Background: an optimization exercise with open tools, aiming at small area, a short achievable clock period and few clock cycles. Do not read the settings as production practice.
Function was checked by simulation only, so behaviour that the tests miss may differ from the original.
Power figures rest on the tool's default switching activity, not on a simulated workload.

JK:
Design dz3_tile_scrambler, start of the top module:
module dz3_tile_scrambler (
    input  wire        clk,
    input  wire        rst_n,
    input  wire        cmd_valid,
    output reg         cmd_ready,
    input  wire        cmd_dir,
    input  wire [63:0] cmd_block,
    input  wire [63:0] cmd_page,
    input  wire [63:0] cmd_slot,
    input  wire        in_valid,
    output reg         in_ready,
    input  wire [63:0] in_data,
    output reg         out_valid,
    output reg  [63:0] out_data,
    output reg         res_valid,
    output reg         res_crc_ok
);
Size in the first run: about 1800 cells after synthesis, about 420 flip-flops, ~330 I/O pins.
export LEC_CHECK = 0
export CAP_MARGIN = 20
export CORE_MARGIN = 2
export CORE_UTILIZATION = 70
export PLACE_DENSITY = 0.8
export SLEW_MARGIN = 20
create_clock -name core_clock -period 10.0 [get_ports {clk}]
standard.sh (not shown) runs the stock make flow with config.mk's settings and CLKGATE_MAP_FILE= SYNTH_SCRIPT=/design/flow/synth_recipe.tcl, a recipe that flattens the netlist after the stock synthesis.
==> flow/flow/run.sh <==
#!/bin/bash
# The standard layout (standard.sh), with:
#  - plain buf_1 cells as the port buffers,
#  - a larger setup margin for timing repair,
#  - clock tree: clkbuf_16 root, clkbuf_8 below it, larger sink clusters, no dummy loads.
set -euo pipefail
bash standard.sh \
  BUFFER_PORTS_ARGS="-buffer_cell sky130_fd_sc_hd__buf_1" \
  SETUP_SLACK_MARGIN=6.95 \
  CTS_ARGS="-sink_clustering_enable -repair_clock_nets -dont_use_dummy_load -root_buf sky130_fd_sc_hd__clkbuf_16 -buf_list sky130_fd_sc_hd__clkbuf_8 -sink_clustering_size 16 -sink_clustering_max_diameter 50" \
  finish > standard.log 2>&1
Testbench counts of JK, summed over its fixed seeds: cycles 67,152.
Inputs modified between JK and MS:
--- a/flow/design.v
+++ b/flow/design.v
@@ -10,27 +10,23 @@
     input  wire        in_valid,
     output reg         in_ready,
     input  wire [63:0] in_data,
     output reg         out_valid,
     output reg  [63:0] out_data,
     output reg         res_valid,
     output reg         res_crc_ok
 );
     localparam [31:0] RESIDUE = 32'hB798_B438;
     localparam [9:0]  BEAT_CMD = 10'd398;
     localparam [9:0]  BEAT_LAST = 10'd515;
-    localparam [63:0] SR_INV = 64'hAAAA_AAAA_AAAA_AAAA;
-    reg  [63:0] p_r, s_r, b_r;
-    wire [63:0] p_sr = p_r ^ SR_INV;
-    wire [63:0] s_sr = s_r ^ SR_INV;
-    wire [63:0] b_sr = b_r ^ SR_INV;
+    reg [63:0] p_sr, s_sr, b_sr;
     reg [3:0]  b_h;                 
     reg [2:0]  pcol_n, qcol_n;      
     reg [2:0]  pcol_c, qcol_c;      
     reg        pq_c;                
     reg        fa_c;                
     reg [6:0]  jc;                  
     reg        wrapped;
     reg        eng;                 
     reg        dir_n;               
     function [2:0] popc6;
         input [5:0] x;
@@ -587,25 +583,25 @@
                 eng <= 1'b1;
             else if (take)
                 eng <= 1'b0;
             out_valid <= adv;
             first1    <= adv & (beat == 10'd0);
             last1     <= adv & last;
             last2     <= last1;
             res_valid <= last2;
         end
     end
     always @(posedge clk) begin
-        p_r <= ({fa_sum & eng, p_sr[63:1]}  | ({64{accept}} & cmd_page)) ^ SR_INV;
-        s_r <= ({p_sr[0] & eng, s_sr[63:1]} | ({64{accept}} & cmd_slot)) ^ SR_INV;
-        b_r <= ({s_sr[0] & eng, b_sr[63:1]} | ({64{accept}} & cmd_block)) ^ SR_INV;
+        p_sr <= {fa_sum & eng, p_sr[63:1]}  | ({64{accept}} & cmd_page);
+        s_sr <= {p_sr[0] & eng, s_sr[63:1]} | ({64{accept}} & cmd_slot);
+        b_sr <= {s_sr[0] & eng, b_sr[63:1]} | ({64{accept}} & cmd_block);
         if (accept) begin
             b_h     <= 4'd0;
             pcol_n  <= pcol_n0;
             qcol_n  <= qcol_n0;
             pcol_c  <= 3'd3;
             qcol_c  <= 3'd2;
             pq_c    <= 1'b0;
             fa_c    <= 1'b1;
             jc      <= 7'd0;
             wrapped <= 1'b0;
             dir_n   <= cmd_dir;
[MS vs JK] net switching fraction of the power: higher in MS. JK → MS: met1 wire length increased by 900 um relative to the old numbers, final worst clock skew now sits higher, register area share after synthesis now smaller, final worst-path cycle share has remained practically unchanged. Power density over the cells, JK and MS, higher one = MS. For JK, the worst setup path endpoint was crc[4]$_DFFE_PP_, unlike MS, where it was crc[11]$_DFFE_PP_.
Testbench counts of MS, summed over its fixed seeds: cycles 67,152.

## static timing again, ports no longer ideal
No port has a modelled driver above. Below, the same layouts with a new extraction and two added sets of constraints. Step 1: set_driving_cell puts a clkbuf_16 on clk and a buf_2 on each other input, an assumption about the parent block. Step 2, shift: input delay + t, output delay - t, t = (earliest + latest rising clock arrival at the registers) / 2. This alone moves slack from input paths to output paths. a / b / c = ideal / step 1 / step 2; a / b = the first two.
run	t, ns	slack for setup (ns)	worst setup path after step 2	worst slew at a driven data input, ns
JK	0.536	6.960 / 6.919 / 6.554	input to register	0.10
MS	0.535	6.951 / 6.912 / 6.600	input to register	0.08
After both steps setup and hold are still met in every run listed. The setup slack of JK, which loses most, moves by -0.041 ns with the drivers and by -0.406 ns with both steps.
